What follows belongs to an exercise in optimizing a design on an open flow for small area and a short achievable clock period; a production flow would make more cautious choices. The RTL was checked by simulation tests, not by an equivalence proof against the original design.

==> flow/design.v <==
module fmt_convert (
    input  wire        clk,
    input  wire        rst,
    input  wire        in_valid,
    input  wire [3:0]  in_src,
    input  wire [3:0]  in_dst,
    input  wire [63:0] in_data,
    output reg         out_valid,
    output reg  [63:0] out_data
);
    reg        s0_valid;
    reg [3:0]  s0_src;
    reg [3:0]  s0_dst;
    reg [63:0] s0_data;
    always @(posedge clk) begin
        if (rst)
            s0_valid <= 1'b0;
        else
            s0_valid <= in_valid;
        s0_src  <= in_src;
        s0_dst  <= in_dst;
        s0_data <= in_data;
    end
    reg        src_ok;        
    reg        src_int;       
    reg        src_sign;
    reg [7:0]  src_field;     
    reg [22:0] src_mant;      
    reg [4:0]  src_mbits;
    reg [7:0]  src_bias;
    reg [7:0]  src_emax;      
    reg        src_has_inf;   
    reg        src_e4m3;      
    reg [63:0] src_ival;      
    always @* begin
        src_ok      = 1'b1;
        src_int     = 1'b0;
        src_sign    = 1'b0;
        src_field   = 8'd0;
        src_mant    = 23'd0;
        src_mbits   = 5'd0;
        src_bias    = 8'd0;
        src_emax    = 8'd0;
        src_has_inf = 1'b0;
        src_e4m3    = 1'b0;
        src_ival    = 64'd0;
        case (s0_src)
            4'd0: begin  
                src_sign = s0_data[31]; src_field = s0_data[30:23];
                src_mant = s0_data[22:0];
                src_mbits = 5'd23; src_bias = 8'd127; src_emax = 8'd255;
                src_has_inf = 1'b1;
            end
            4'd1: begin  
                src_sign = s0_data[15]; src_field = s0_data[14:7];
                src_mant = {16'd0, s0_data[6:0]};
                src_mbits = 5'd7; src_bias = 8'd127; src_emax = 8'd255;
                src_has_inf = 1'b1;
            end
            4'd2: begin  
                src_sign = s0_data[15]; src_field = {3'd0, s0_data[14:10]};
                src_mant = {13'd0, s0_data[9:0]};
                src_mbits = 5'd10; src_bias = 8'd15; src_emax = 8'd31;
                src_has_inf = 1'b1;
            end
            4'd3: begin  
                src_sign = s0_data[7]; src_field = {3'd0, s0_data[6:2]};
                src_mant = {21'd0, s0_data[1:0]};
                src_mbits = 5'd2; src_bias = 8'd15; src_emax = 8'd31;
                src_has_inf = 1'b1;
            end
            4'd4: begin  
                src_sign = s0_data[7]; src_field = {4'd0, s0_data[6:3]};
                src_mant = {20'd0, s0_data[2:0]};
                src_mbits = 5'd3; src_bias = 8'd7; src_emax = 8'd15;
                src_e4m3 = 1'b1;
            end
            4'd5: begin  
                src_sign = s0_data[5]; src_field = {5'd0, s0_data[4:2]};
                src_mant = {21'd0, s0_data[1:0]};
                src_mbits = 5'd2; src_bias = 8'd3; src_emax = 8'd7;
            end
            4'd6: begin  
                src_sign = s0_data[5]; src_field = {6'd0, s0_data[4:3]};
                src_mant = {20'd0, s0_data[2:0]};
                src_mbits = 5'd3; src_bias = 8'd1; src_emax = 8'd3;
            end
            4'd7: begin  
                src_sign = s0_data[3]; src_field = {6'd0, s0_data[2:1]};
                src_mant = {22'd0, s0_data[0]};
                src_mbits = 5'd1; src_bias = 8'd1; src_emax = 8'd3;
            end
            4'd8: begin  
                src_int = 1'b1;
                src_ival = {{60{s0_data[3]}}, s0_data[3:0]};
            end
            4'd9: begin  
                src_int = 1'b1;
                src_ival = {{56{s0_data[7]}}, s0_data[7:0]};
            end
            4'd10: begin  
                src_int = 1'b1;
                src_ival = {{32{s0_data[31]}}, s0_data[31:0]};
            end
            4'd11: begin  
                src_int = 1'b1;
                src_ival = s0_data;
            end
            default: src_ok = 1'b0;
        endcase
        if (src_int)
            src_sign = src_ival[63];
    end
    wire src_all_ones = !src_int && (src_field == src_emax);
    wire src_mant_ones = (src_mant == ((23'd1 << src_mbits) - 23'd1));
    wire src_is_nan = src_all_ones &&
                      ((src_has_inf && src_mant != 23'd0) ||
                       (src_e4m3 && src_mant_ones));
    wire src_is_inf = src_all_ones && src_has_inf && (src_mant == 23'd0);
    reg [63:0]       src_mag;
    reg signed [9:0] src_exp;
    always @* begin
        if (src_int) begin
            src_mag = src_ival[63] ? (~src_ival + 64'd1) : src_ival;
            src_exp = 10'sd0;
        end else if (src_field == 8'd0) begin
            src_mag = {41'd0, src_mant};
            src_exp = 10'sd1 - $signed({2'b00, src_bias}) - $signed({5'b00000, src_mbits});
        end else begin
            src_mag = {41'd0, src_mant} | (64'd1 << src_mbits);
            src_exp = $signed({2'b00, src_field}) - $signed({2'b00, src_bias})
                      - $signed({5'b00000, src_mbits});
        end
    end
    wire src_zero = (src_mag == 64'd0);
    reg [6:0] lz;
    integer i;
    always @* begin
        lz = 7'd64;
        for (i = 0; i < 64; i = i + 1)
            if (src_mag[i])
                lz = 7'd63 - i[6:0];
    end
    wire [63:0]       norm  = src_mag << lz[5:0];
    wire signed [9:0] e_msb = src_exp + 10'sd63 - $signed({3'b000, lz});
    reg        dst_ok;
    reg        dst_int;
    reg [6:0]  dst_width;
    reg [4:0]  dst_mbits;
    reg [7:0]  dst_bias;
    reg [31:0] dst_max;       
    reg [31:0] dst_inf;       
    reg [31:0] dst_nan;       
    always @* begin
        dst_ok    = 1'b1;
        dst_int   = 1'b0;
        dst_width = 7'd0;
        dst_mbits = 5'd0;
        dst_bias  = 8'd0;
        dst_max   = 32'd0;
        dst_inf   = 32'd0;
        dst_nan   = 32'd0;
        case (s0_dst)
            4'd0: begin
                dst_width = 7'd32; dst_mbits = 5'd23; dst_bias = 8'd127;
                dst_max = 32'h7F7F_FFFF; dst_inf = 32'h7F80_0000; dst_nan = 32'h7FC0_0000;
            end
            4'd1: begin
                dst_width = 7'd16; dst_mbits = 5'd7; dst_bias = 8'd127;
                dst_max = 32'h7F7F; dst_inf = 32'h7F80; dst_nan = 32'h7FC0;
            end
            4'd2: begin
                dst_width = 7'd16; dst_mbits = 5'd10; dst_bias = 8'd15;
                dst_max = 32'h7BFF; dst_inf = 32'h7C00; dst_nan = 32'h7E00;
            end
            4'd3: begin
                dst_width = 7'd8; dst_mbits = 5'd2; dst_bias = 8'd15;
                dst_max = 32'h7B; dst_inf = 32'h7C; dst_nan = 32'h7E;
            end
            4'd4: begin
                dst_width = 7'd8; dst_mbits = 5'd3; dst_bias = 8'd7;
                dst_max = 32'h7E; dst_inf = 32'h7E; dst_nan = 32'h7F;
            end
            4'd5: begin
                dst_width = 7'd6; dst_mbits = 5'd2; dst_bias = 8'd3;
                dst_max = 32'h1F; dst_inf = 32'h1F;
            end
            4'd6: begin
                dst_width = 7'd6; dst_mbits = 5'd3; dst_bias = 8'd1;
                dst_max = 32'h1F; dst_inf = 32'h1F;
            end
            4'd7: begin
                dst_width = 7'd4; dst_mbits = 5'd1; dst_bias = 8'd1;
                dst_max = 32'h7; dst_inf = 32'h7;
            end
            4'd8:  begin dst_int = 1'b1; dst_width = 7'd4;  end
            4'd9:  begin dst_int = 1'b1; dst_width = 7'd8;  end
            4'd10: begin dst_int = 1'b1; dst_width = 7'd32; end
            4'd11: begin dst_int = 1'b1; dst_width = 7'd64; end
            default: dst_ok = 1'b0;
        endcase
    end
    wire signed [9:0] dst_emin = 10'sd1 - $signed({2'b00, dst_bias});
    wire              dst_sub  = (e_msb < dst_emin);    
    wire signed [10:0] rsh_f = 11'sd63 - $signed({6'd0, dst_mbits})
                               + (dst_sub ? (dst_emin - e_msb) : 11'sd0);
    wire signed [10:0] rsh_i = 11'sd63 - e_msb;
    wire signed [10:0] rsh   = dst_int ? rsh_i : rsh_f;
    wire               int_big = dst_int && (e_msb >= 10'sd63);
    wire [6:0]         rsh_c = (rsh < 11'sd0)   ? 7'd0   :
                               (rsh > 11'sd127) ? 7'd127 : rsh[6:0];
    wire [127:0] shifted = {norm, 64'd0} >> rsh_c;
    wire [63:0]  kept    = shifted[127:64];
    wire         guard   = shifted[63];
    wire         sticky  = |shifted[62:0];
    wire         rnd_up  = guard && (sticky || kept[0]);
    wire [64:0]  rounded = {1'b0, kept} + {64'd0, rnd_up};
    wire signed [10:0] field_m1 = e_msb + $signed({3'b000, dst_bias}) - 11'sd1;
    wire [40:0] enc_base = dst_sub ? 41'd0 : ({30'd0, field_m1[9:0]} << dst_mbits);
    wire [40:0] enc_mag  = enc_base + {16'd0, rounded[24:0]};
    wire [31:0] enc_sat  = (enc_mag > {9'd0, dst_max}) ? dst_max : enc_mag[31:0];
    wire [63:0] dst_sign_bit = 64'd1 << (dst_width - 7'd1);
    reg [63:0] fres;
    always @* begin
        if (src_is_nan)
            fres = {32'd0, dst_nan};
        else if (src_is_inf)
            fres = {32'd0, dst_inf} | (src_sign ? dst_sign_bit : 64'd0);
        else if (src_zero)
            fres = src_sign ? dst_sign_bit : 64'd0;
        else
            fres = {32'd0, enc_sat} | (src_sign ? dst_sign_bit : 64'd0);
    end
    wire [63:0] int_hi  = (64'd1 << (dst_width - 7'd1)) - 64'd1;
    wire [64:0] int_lo  = {1'b0, int_hi} + 65'd1;
    wire [63:0] int_neg_lo = ~int_hi;    
    reg [63:0] ires;
    always @* begin
        if (src_int)
            ires = src_ival;                        
        else if (src_is_nan || src_zero)
            ires = 64'd0;
        else if (src_is_inf || int_big)
            ires = src_sign ? int_neg_lo : int_hi;
        else if (!src_sign)
            ires = (rounded > {1'b0, int_hi}) ? int_hi : rounded[63:0];
        else
            ires = (rounded > int_lo) ? int_neg_lo : (~rounded[63:0] + 64'd1);
    end
    wire [63:0] width_mask = (dst_width == 7'd64) ? {64{1'b1}} :
                             ((64'd1 << dst_width) - 64'd1);
    wire [63:0] result = (!src_ok || !dst_ok) ? 64'd0 :
                         ((dst_int ? ires : fres) & width_mask);
    always @(posedge clk) begin
        if (rst)
            out_valid <= 1'b0;
        else
            out_valid <= s0_valid;
        out_data <= result;
    end
endmodule
==> flow/run.sh <==
#!/bin/bash
# synth_recipe.tcl (not shown) runs the flow's synth.tcl, then flattens the netlist and writes it again
# the make line also repeats each setting of config.mk as NAME=value (left out here)
make -C /OpenROAD-flow-scripts/flow DESIGN_CONFIG=/design/flow/config.mk WORK_HOME=/design/flow/orfs CLKGATE_MAP_FILE= SYNTH_SCRIPT=/design/flow/synth_recipe.tcl finish
==> flow/config.mk <==
export PLATFORM = sky130hd
export DESIGN_NAME = fmt_convert
export DESIGN_NICKNAME = fmt_convert
export VERILOG_FILES = /design/flow/design.v
export SDC_FILE = /design/flow/constraint.sdc
export NUM_CORES = 4
export LEC_CHECK = 0
export CAP_MARGIN = 30
export CORE_MARGIN = 2
export CORE_UTILIZATION = 25
export SLEW_MARGIN = 30
==> flow/constraint.sdc <==
create_clock -name core_clock -period 22.0 [get_ports {clk}]
set_input_delay 4.4000 -clock core_clock [delete_from_list [all_inputs] [get_ports {clk}]]
set_output_delay 4.4000 -clock core_clock [all_outputs]
set_load 0.01 [all_outputs]
==> results.toml <==
[synthesis]
yosys.area_share.simple_pct = 30.02
async_reset_ff_share_pct = 0
synth_edf_count = 0
synth_warnings = 1
yosys_most_used_dff = "dfxtp_1"
yosys_register_bits = 163
synthMuxAreaShare_pct = 5.645
synth_top_family_by_area = "compound AO/OA/AOI/OAI gates"
synthCells = 6796
synthesis.area_sq_mm = 0.04561
synth.distinct_cells = 149
synth_compound_area_share_pct = 37.65
synth_area_per_cell_sq_um = 6.711
syn-num-nets = 7165
synth-adder-area-share_pct = 8.219
synthXorXnorAreaFrac_pct = 4.768
yosysSeqAreaShare_pct = 7.154

[final_layout]
area_delta_synth_final_pct = 21.22
final_layout_size_suffix_gt1_share_pct = 17.09
seq_area_sq_mm = 0.003276
num-nets-final = 7642
multi_input_area_sq_mm = 0.04037
fillers = 19730
stdcell_area_sq_mm = 0.05529

[clock_tree]
htreeDepth = 4
clock-root-buffer = "clkbuf_16"
numCtsBuffers = 17
clockBufferDepth = 2
clk_pin_slew_worst_paths_ns = 0.08
clock_sinks = 163
holdBufCountCts = 0
cts_tree = "done"
clk_latency_ns = 0.54

[sta]
worst_pin_slew_ns = 1.184
skew_ns = 0.02890
whs_ns = 0.4434
period_needed_ns = 21.09
slew_headroom_pct = 19.82
min_period_over_period_pct = 95.88
fin_tns_setup_ns = 0
setup_viol = 0
hold_violations = 0
clock.fmax_mhz = 47.41
drv_slew = 0

[routing]
drt-total-wl_mm = 365.2
dr_total_vias = 65320
drt_iter0_drc = 11000
wl_per_cell_um = 37.80
via_per_inst = 6.761
drt_pass1_iterations = 9
postRouteAntennaNets = 0
drc_errors = 0

[floorplan]
core_sq_mm = 0.1809
die_height_um = 431.1
start_util_pct = 25.21
rows = 156
dieWidth_um = 431.1
ios = 140
die-area_sq_mm = 0.1859

[global_route]
grt.total_usage_pct = 37.30
first_global_vias = 60440
grt_max_degree = 94
grt_overflow = 0
grt_antenna_before_repair = 13
grt_pass1_wl_mm = 497.1

[critical_path]
crit_path_max_incr_delay_ns = 0.83
end_kind = "flip-flop"
crit_arrival_ns = 21.49
cp_max_fo = 31
crit_type = "reg -> reg"
start_kind = "flip-flop"
required_ns = 22.40
crit_top_cell = "a21oi_1"
worst_path_max_delay_cell = "a2111oi_0"

[placed_design]
place_area_sq_mm = 0.05382
gp_congestion = 1.060
portBuffers = 139
hpwl_mm = 292.9

[hold_path]
hold_path.class = "reg -> reg"

[flow_run]
cap_violations = 0

[run_status]
status = "complete, no violations"
## registers in the layout, indices dropped and copies added (netlist names), 4 cells and up
name	count
dst_inf	4
dst_max	8
dst_nan	6
dst_width	5
out_data	64
s0_data	64
s0_src	4
## Yosys cell counts (all sizes together) (55+ instances only)
cell type / instances / area [sq um]
a211oi: 119 / 945.9
a21o: 86 / 646.9
a21oi: 513 / 2594
a221oi: 71 / 640.6
a22oi: 77 / 583.1
a31oi: 111 / 721.9
and2: 55 / 344.1
and3: 56 / 350.3
buf: 199 / 1314
clkbuf: 247 / 929.6
dfxtp: 163 / 3263
ha: 286 / 3578
inv: 188 / 710.7
mux2i: 175 / 1787
nand2: 716 / 2708
nand2b: 72 / 450.4
nand3: 258 / 1296
nand4: 157 / 1052
nor2: 711 / 2681
nor2b: 65 / 406.6
nor3: 303 / 1546
nor4: 122 / 885.9
o211ai: 98 / 755.7
o21ai: 474 / 2421
o221ai: 70 / 638.1
o22ai: 103 / 663.1
o31ai: 67 / 518.0
o32ai: 69 / 671.9
or3: 76 / 480.5
xnor2: 172 / 1514
xor2: 72 / 638.1
## worst max-delay path: cells and delay by family, from the launching register on
family | cells | cell delay [ns]
adder cells (fa/ha/maj) | 8 | 2.49
buffers and inverters | 13 | 2.28
multiplexers | 1 | 0.12
XOR/XNOR | 1 | 0.12
AND/OR/NAND/NOR | 26 | 4.55
AO/OA/AOI/OAI | 48 | 10.99
flip-flops | 1 | 0.37
## layout make-up
class	count	area share, %
Multi-Input combinational cell	5993	73.01
Inverter	195	1.337
Antenna cell	5	0.02263
Sequential cell	163	5.925
Tap cell	2370	5.363
Clock inverter	15	0.3870
Clock buffer	17	0.7694
Timing Repair Buffer	903	13.19
## layout by cell type (no fill, tap or decap), types with 159 or more instances in the layout
| cell type | instances |
|---|---|
| mux2i_1 | 160 |
| a21oi_1 | 494 |
| nor3_1 | 270 |
| nor2_1 | 696 |
| xnor2_1 | 169 |
| inv_1 | 181 |
| o21ai_0 | 401 |
| nand2_1 | 706 |
| buf_4 | 745 |
| dfxtp_1 | 159 |
| ha_1 | 286 |
| nand3_1 | 254 |
## final timing paths
check,startpoint,end,slack [ns],cells past startpoint
max,s0_src[3],out_data[8],0.91,97
min,s0_valid,out_valid,0.44,1
max reg2reg,s0_src[3],out_data[8],0.91,97
min reg2reg,s0_valid,out_valid,0.44,1
## cells by family (layout without fill, tap and decap cells)
| kind of cell | count (synthesis) | after routing |
|---|---|---|
| simple gates | 2773 | 2773 |
| compound gates | 2443 | 2444 |
| buf+inv | 641 | 1130 |
| fa+ha+maj | 295 | 295 |
| xor+xnor | 245 | 245 |
| mux | 236 | 236 |
| flops | 163 | 163 |
| other cells | 0 | 5 |
## per-layer routing
metal	global-route usage [%]	wire length (um)	up-vias
met5	0	48	-
met2	54.91	149800	4873
met1	49.50	149300	32140
met4	19.80	24700	8
li1	-	-	27270
met3	9.630	41330	1025
## per-stage QoR
stage	std cells	util, %	setup slack, ns
final	9661	30.56	0.9056
after global routing	9656	30.55	-0.05476
after CTS	9633	30.12	0.08054
after detailed placement	9601	29.75	-0.3289
after global placement	9597	29.66	-1.035
after floorplan	6796	-	1.067
## timing repair
action | 4_1_cts | 5_1_grt
setup buffers | 0 | 20
endpoints found under the hold margin | 0 | 0
endpoints found under the setup margin | 31 | 33
pin swaps | 0 | 13
cloned | 0 | 1
gates resized for setup | 6 | 112

==> static timing again, ports no longer ideal <==
How much do the figures lean on ideal ports? The routed layout below was timed once more, with nothing changed but the port constraints. Step 1 sets driving cells, clkbuf_16 on the clock port and buf_2 on the other inputs (assumed; they add their load-dependent delay and slew). Step 2, shift: input delay + t, output delay - t, t = (earliest + latest rising clock arrival at the registers) / 2. This alone moves slack from input paths to output paths. Slacks: ideal ports / drivers / drivers and shift; pairs: ideal ports / drivers.
shift t [ns]: 0.593
slack for setup (ns): 0.906 / 0.906 / 0.906
worst setup path after step 2: register to register
latest minus earliest clock arrival (ns): 0.031 / 0.032
cell pins on the clock port's net: 1
After both steps this run still meets setup and hold. The setup slack of this run moves by 0.000 ns with the drivers and by 0.000 ns with both steps.
